This is an optimization exercise on Yosys and OpenROAD, whose aim is small area, a short achievable clock period and few clock cycles per item, not a production implementation.
Only simulation tests tie the RTL to the original design; equivalence was not proved.
Power figures rest on the tool's default switching activity, not on a simulated workload.

## zinc
## mx_quant
module mx_quant (
    input  wire        clk,
    input  wire        rst,
    input  wire        in_valid,
    output wire        in_ready,
    input  wire [31:0] in_data,
    input  wire [15:0] in_rand,
    input  wire [3:0]  in_fmt,
    input  wire [1:0]  in_rmode,
    output wire        out_valid,
    input  wire        out_ready,
    output wire [7:0]  out_elem,
    output wire [7:0]  out_scale,
    output wire        out_last
);
For scale: ~1,600 flip-flops, roughly 77 I/O pins, ~41,000 sq um of cells after synthesis.
export LEC_CHECK = 0
export ABC_AREA = 1
export CAP_MARGIN = 20
export CORE_MARGIN = 2
export CORE_UTILIZATION = 60
export CTS_CLUSTER_DIAMETER = 80
export CTS_CLUSTER_SIZE = 30
export SLEW_MARGIN = 20
create_clock -name core_clock -period 28.0 [get_ports {clk}]
standard.sh (not shown) runs the stock make flow with config.mk's settings and CLKGATE_MAP_FILE= SYNTH_SCRIPT=/design/flow/synth_recipe.tcl, a recipe that flattens the netlist after the stock synthesis.
==> flow/flow/run.sh <==
#!/bin/bash
# The standard layout (the standard.sh, unchanged synthesis), with two
# changes in how ORFS is asked to lay it out:
# - every input and output port gets a buf_2 as its port buffer.
set -euo pipefail
export SETUP_SLACK_MARGIN=21.4
export BUFFER_PORTS_ARGS="-buffer_cell sky130_fd_sc_hd__buf_2"
bash standard.sh > standard.log 2>&1
Testbench counts of zinc, summed over its fixed seeds: cycles 12,560, items 384.
### zinc -> onyx
-- flow/design.v --
<<< zinc, line 69
    wire n_free  = (n_empty || n_tp0) && !n_full;
    wire n_rdy   = n_free && (!n_f32 || n_h0);
    reg [2:0]  fill_fmt;         
    reg [1:0]  fill_rm;
    wire       in_ezero = (in_data[30:23] == 8'h00);
>>> onyx, line 69
    wire n_free  = (n_empty || n_tp0) && !n_full;
    wire n_rdy   = n_free && (!n_f32 || n_h0);
    reg [3:0]  fill_fmt_raw;     
    reg [1:0]  fill_rm;
    wire       in_ezero = (in_data[30:23] == 8'h00);
<<< zinc, line 108
    always @(posedge clk) begin
        if (wfree && (fill_eff == 6'd0)) begin
            fill_fmt     <= fmt_code(in_fmt);
            fill_rm      <= in_rmode;
        end
    end
    wire [7:0]  in_e  = in_data[30:23];
    wire        in_nz = (in_data[22:0] != 23'd0);
>>> onyx, line 108
    always @(posedge clk) begin
        if (wfree && (fill_eff == 6'd0)) begin
            fill_fmt_raw <= in_fmt;
            fill_rm      <= in_rmode;
        end
    end
    wire [2:0]  fill_fmt = fmt_code(fill_fmt_raw);
    wire [7:0]  in_e  = in_data[30:23];
    wire        in_nz = (in_data[22:0] != 23'd0);
<<< zinc, line 219
    reg [5:0] x_R;         
    reg [4:0] x_ebias;     
    reg [5:0] x_tz;        
    reg       x_last;
    always @(posedge clk) begin
        x_R      <= a_R;
        x_ebias  <= a_tp ? a_t[4:0] : 5'd0;
        x_tz     <= a_tz;
        x_last   <= (head_n == 6'd1);
        if (rst)
>>> onyx, line 220
    reg [5:0] x_R;         
    reg [4:0] x_ebias;     
    reg       x_sticky;    
    reg       x_last;
    always @(posedge clk) begin
        x_R      <= a_R;
        x_ebias  <= a_tp ? a_t[4:0] : 5'd0;
        x_sticky <= ({1'b0, a_tz} + 7'd2) <= {1'b0, a_R};
        x_last   <= (head_n == 6'd1);
        if (rst)
<<< zinc, line 241
    wire [15:0] b_d    = b_w[15:0];
    wire        b_rbit = b_w[15];
    wire        b_sticky = ({1'b0, x_tz} + 7'd2) <= {1'b0, x_R};
    reg b_ru;
    always @(*) begin
>>> onyx, line 242
    wire [15:0] b_d    = b_w[15:0];
    wire        b_rbit = b_w[15];
    reg b_ru;
    always @(*) begin
<<< zinc, line 247
            RM_RTZ:  b_ru = 1'b0;
            RM_STOC: b_ru = (b_d > b_r);
            default: b_ru = b_rbit & (b_sticky | b_n[0]);
        endcase
    end
>>> onyx, line 247
            RM_RTZ:  b_ru = 1'b0;
            RM_STOC: b_ru = (b_d > b_r);
            default: b_ru = b_rbit & (x_sticky | b_n[0]);
        endcase
    end
==> comparison <==
Looking at the reports, onyx completed the entire flow and the layout it produced met the timing, DRC and antenna checks.
Going from zinc to onyx, worst setup skew after layout shrinks by 0.0059 ns.
Note that the net switching component of the power recorded for zinc amounts to 1.09 times the value seen in onyx.
Clock buffer instance count of the final layout: lower on zinc
Area growth from synthesis to layout, onyx and zinc: larger value in onyx
Of the two values seen for launching instance or port of the critical path, o_scale[0]$_DFFE_PP_ was produced by onyx and o_ent[1]$_DFFE_PN_ by zinc.
Any difference in sequential cell area in the final layout between onyx and zinc is small enough to ignore.
Summary of onyx over zinc: fmax did not really move, cell area after synthesis barely changed, worst-case reg-to-reg path depth went up.
Testbench counts of onyx, summed over its fixed seeds: cycles 12,560, items 384.


Setup of build 47:
mx_quant, a different RTL version from the one above (not shown whole).
For scale: about 1700 flip-flops, roughly 77 I/O pins, roughly 44000 um^2 of cells after synthesis.
==> flow/config.mk <==
export PLATFORM = sky130hd
export DESIGN_NAME = mx_quant
export DESIGN_NICKNAME = mx_quant
export VERILOG_FILES = /design/flow/design.v
export SDC_FILE = /design/flow/constraint.sdc
export NUM_CORES = 4
export LEC_CHECK = 0
export ABC_AREA = 1
export CAP_MARGIN = 20
export CORE_MARGIN = 2
export CORE_UTILIZATION = 60
export CTS_CLUSTER_DIAMETER = 80
export CTS_CLUSTER_SIZE = 30
export SLEW_MARGIN = 20
==> flow/constraint.sdc <==
create_clock -name core_clock -period 28.0 [get_ports {clk}]
set_input_delay 5.6000 -clock core_clock [delete_from_list [all_inputs] [get_ports {clk}]]
set_output_delay 5.6000 -clock core_clock [all_outputs]
set_load 0.01 [all_outputs]
==> flow/flow/run.sh <==
#!/bin/bash
# The standard layout (the standard.sh, unchanged synthesis), with two
# changes in how ORFS is asked to lay it out:
# - every input and output port gets a buf_2 as its port buffer.
set -euo pipefail
export SETUP_SLACK_MARGIN=21.2
export BUFFER_PORTS_ARGS="-buffer_cell sky130_fd_sc_hd__buf_2"
bash standard.sh > standard.log 2>&1
Looking at the reports, build 47 completed the entire flow and the layout it produced met the timing, DRC and antenna checks.
Testbench counts of build 47, summed over its fixed seeds: cycles 12,568, items 384.
Here is what was changed in the inputs of trial 23 compared with build 47.
--- a/flow/design.v
+++ b/flow/design.v
@@ -261,17 +261,16 @@
     wire [23:0] b_m    = {b_norm, b_f};
     wire [2:0]  b_mb   = f_mbits(h_fmt);
     wire [4:0]  b_r0   = 5'd23 - {2'd0, b_mb};
     wire signed [9:0]  b_eb = b_norm ? $signed({2'b00, b_e}) : -$signed({5'd0, x_lz});
     wire signed [10:0] b_t  = $signed({b_eb[9], b_eb}) - $signed({h_kb[9], h_kb});
     wire               b_tp = !b_t[10] && (b_t != 11'sd0);
-    wire signed [10:0] b_D  = $signed({h_kb[9], h_kb}) + $signed({6'd0, b_r0}) -
-                              $signed({3'd0, b_e[7:1], b_e[0] | !b_norm});
     wire        [5:0]  b_L  = b_norm ? 6'd0 : {1'b0, x_lz} + 6'd1;
     wire signed [6:0]  b_F  = $signed({2'b00, b_r0}) - $signed({1'b0, b_L});
-    wire        [5:0]  b_Dc = (b_D[10:6] != 5'd0) ? 6'd63 : b_D[5:0];
+    wire signed [10:0] b_u  = $signed({{4{b_F[6]}}, b_F}) - b_t;
+    wire        [5:0]  b_Dc = (b_u[10:6] != 5'd0) ? 6'd63 : b_u[5:0];
     wire        [5:0]  b_R  = b_tp ? b_F[5:0] : b_Dc;
     wire [39:0] b_w    = {b_m, 16'd0} >> b_R;
     wire [7:0]  b_n    = b_w[23:16];
     wire [15:0] b_d    = b_w[15:0];
     wire        b_rbit = b_w[15];
     wire        b_sticky = ({1'b0, x_tz} + 7'd2) <= {1'b0, b_R};
[summary]
- Trial 23 vs build 47 — synthesized area dropped slightly
- Sum of internal, switching and leakage power ended up about 0.7% higher on trial 23 than on build 47.
- Compared with build 47, in trial 23 number of buffers inserted by post-CTS setup repair now larger; fraction of layout instances using a drive strength above 1 higher; cell area after placement went down by 310 um^2.
- Between trial 23 and build 47, it is trial 23 whose hold slack is lower, by 0.0045 ns.
- Comparing trial 23 and build 47, the lower combinational power was measured on build 47.
- In trial 23, initial antenna violation count is higher than in build 47.
- Against build 47, trial 23 comes in 2 higher on count of clock-buffer cells in the layout.
- Build 47 has a lower number of non-clock buffers than trial 23.
- Trial 23 completed; timing, DRC and antenna clean
- On trial 23: share of the synthesized area in compound gates (AO/OA/AOI/OAI) is 0.22 points higher than what build 47 gave.
- Sort trial 23 and build 47 by adder-cell share of the synthesized area, descending, and build 47 comes first.
Testbench counts of trial 23, summed over its fixed seeds: cycles 12,568, items 384.


Setup of maple:
mx_quant, a different RTL version from the one above (not shown whole).
Size: about 3100 cells after synthesis, about 42000 µm² of cells after synthesis.
clock: 28.0 ns
lec_check: 0
abc_area: 1
cap_margin: 20
core_margin: 2
core_utilization: 60
cts_cluster_diameter: 80
cts_cluster_size: 30
slew_margin: 20
==> flow/flow/run.sh <==
#!/bin/bash
# The standard layout (the standard.sh, unchanged synthesis), with two
# changes in how ORFS is asked to lay it out:
# - every input and output port gets a buf_2 as its port buffer.
set -euo pipefail
export SETUP_SLACK_MARGIN=21.4
export BUFFER_PORTS_ARGS="-buffer_cell sky130_fd_sc_hd__buf_2"
bash standard.sh > standard.log 2>&1
Testbench counts of maple, summed over its fixed seeds: cycles 12,560, items 384.
Setup changes, maple to cedar
diff --git a/flow/design.v b/flow/design.v
--- a/flow/design.v
+++ b/flow/design.v
@@ -28,42 +28,41 @@
     wire [W-1:0] st32 = ring[W*32 +: W];
     function [7:0] dec_e;
         input [W-1:0] v;
         dec_e = (v[29:22] == 8'hFF) ? 8'h00 : v[29:22];
     endfunction
     function [22:0] dec_f;
         input [W-1:0] v;
         dec_f = {v[21:0], (v[29:22] == 8'hFF) || ((v[29:22] != 8'h00) && v[31])};
     endfunction
     reg  [5:0] head_n;    
     reg  [5:0] fill_n;    
-    reg  [5:0] hpos;      
     reg  [5:0] tpos;      
     reg        rdy;       
     reg        wfree;     
     wire       empty;
+    wire [5:0] cnt     = head_n + fill_n;
+    wire [6:0] hsum    = {1'b0, tpos} + {1'b0, cnt};
+    wire       head31  = (hsum == 7'd32) || (hsum == 7'd65);
     wire       fill_full = (fill_n == 6'd32);
     wire       xfer      = fill_full && (head_n == 6'd0);
     wire       blk_ok    = (head_n != 6'd0) || fill_full;
     wire [5:0] fill_eff  = xfer ? 6'd0 : fill_n;
     wire [5:0] head_eff  = xfer ? 6'd32 : head_n;
     reg        r32_v, out_v, q1_v;
     wire       out_fire = out_v && out_ready;
     wire [1:0] fl       = {1'b0, r32_v} + {1'b0, out_v} + {1'b0, q1_v};
     wire       credit   = (fl < 2'd2) || ((fl == 2'd2) && out_fire);
-    wire       issue    = credit && !empty && (hpos == 6'd31) && blk_ok;
+    wire       issue    = credit && !empty && head31 && blk_ok;
     assign in_ready = rdy;
     wire       ins      = in_valid && rdy;
-    reg  [5:0] cnt;       
-    wire [5:0] cnt_inc = cnt + 6'd1;
-    wire [5:0] cnt_dec = cnt - 6'd1;
     wire c0  = (cnt == 6'd0);
     assign empty = c0;
     wire c1  = (cnt == 6'd1);
     wire c32 = (cnt == 6'd32);
     wire c33 = (cnt == 6'd33);
     wire tp_wrap = (tpos == 6'd32);
     wire n_tp0   = ins || tp_wrap;
     wire n_empty = ins ? 1'b0 : (issue ? c1 : c0);
     wire n_full  = (ins && !issue) ? c32 : (ins || !issue) ? c33 : 1'b0;
     wire n_f32   = ins ? (fill_eff == 6'd31) : (fill_full && !xfer);
     wire n_h0    = xfer ? 1'b0 : issue ? (head_n == 6'd1) : (head_n == 6'd0);
@@ -74,43 +73,31 @@
     wire       in_ezero = (in_data[30:23] == 8'h00);
     wire       in_stoch = ((fill_eff == 6'd0) ? in_rmode : fill_rm) == RM_STOC;
     wire [W-1:0] in_enc = {in_rand[15:1], in_stoch ? in_rand[0] : in_data[0], in_data[31],
                            in_data[30:23] | {8{in_ezero & in_data[0]}}, in_data[22:1]};
     always @(posedge clk) begin
         ring <= {ring[W*(NS-1)-1:0], wfree ? in_enc : st32};
     end
     always @(posedge clk) begin
         if (rst) begin
             head_n <= 6'd0;
             fill_n <= 6'd0;
-            cnt    <= 6'd0;
             rdy    <= 1'b1;
             wfree  <= 1'b1;
         end else begin
             head_n <= issue ? head_eff - 6'd1 : head_eff;
             fill_n <= ins ? fill_eff + 6'd1 : fill_eff;
             rdy    <= n_rdy;
             wfree  <= n_free;
-            case ({ins, issue})
-                2'b10:   cnt <= cnt_inc;
-                2'b01:   cnt <= cnt_dec;
-                default: cnt <= cnt;
-            endcase
         end
         tpos <= (ins || tp_wrap) ? 6'd0 : tpos + 6'd1;
-        if (empty)
-            hpos <= 6'd0;
-        else if (issue)
-            hpos <= 6'd31;
-        else
-            hpos <= (hpos == 6'd32) ? 6'd0 : hpos + 6'd1;
     end
     reg [7:0]  acc_max;
     reg        acc_nz;      
     reg        acc_spec;
     function [2:0] fmt_code;
         input [3:0] f;
         case (f)
             4'h5:    fmt_code = F_E5M2;
             4'h6:    fmt_code = F_E3M2;
             4'h7:    fmt_code = F_E2M3;
             4'h8:    fmt_code = F_E2M1;
==> run notes <==
Post-CTS setup buffer count for cedar: 12 up relative to maple
Row total power per unit cell area: cedar higher / maple lower
Comparing cedar and maple, global-route wire length before repair is higher on cedar.
Taking maple as the reference, in cedar hold slack picked up an extra 0.015 ns, register-to-register slack lost 0.20 ns, area of combinational cells with multiple inputs picked up an extra 0.92%, design area lost 400 µm².
Testbench counts of cedar, summed over its fixed seeds: cycles 12,560, items 384.

==> afterwards: timing with drivers on the ports <==
How much do the figures lean on ideal ports? The routed layouts below were timed once more, with nothing changed but the port constraints. Step 1 (the two cells are an assumption about what drives the block):
set clk [get_ports {clk}]
set_driving_cell -lib_cell sky130_fd_sc_hd__clkbuf_16 $clk
set_driving_cell -lib_cell sky130_fd_sc_hd__buf_2 [delete_from_list [all_inputs] $clk]
Step 2, shift: input delay + t, output delay - t, t = (earliest + latest rising clock arrival at the registers) / 2. This alone moves slack from input paths to output paths. Three values: no drivers, after step 1, after step 2; two values: the first two.
| run | shift t [ns] | setup slack, ns | worst hold slack (ns) | pins driven straight from the clock port |
|---|---|---|---|---|
| zinc | 0.704 | 21.146 / 21.080 / 20.826 | 0.304 / 0.304 / 0.304 | 1 |
| onyx | 0.694 | 21.134 / 21.072 / 20.827 | 0.301 / 0.301 / 0.301 | 1 |
| build 47 | 0.704 | 21.205 / 21.141 / 20.670 | 0.317 / 0.317 / 0.317 | 1 |
| trial 23 | 0.707 | 21.213 / 21.143 / 20.653 | 0.313 / 0.313 / 0.313 | 1 |
| maple | 0.721 | 21.189 / 21.125 / 20.779 | 0.300 / 0.300 / 0.300 | 1 |
| cedar | 0.687 | 21.181 / 21.148 / 20.819 | 0.315 / 0.315 / 0.315 | 1 |
After both steps every run listed still meets setup and hold. The setup slack of trial 23, which loses most, moves by -0.070 ns with the drivers and by -0.560 ns with both steps.
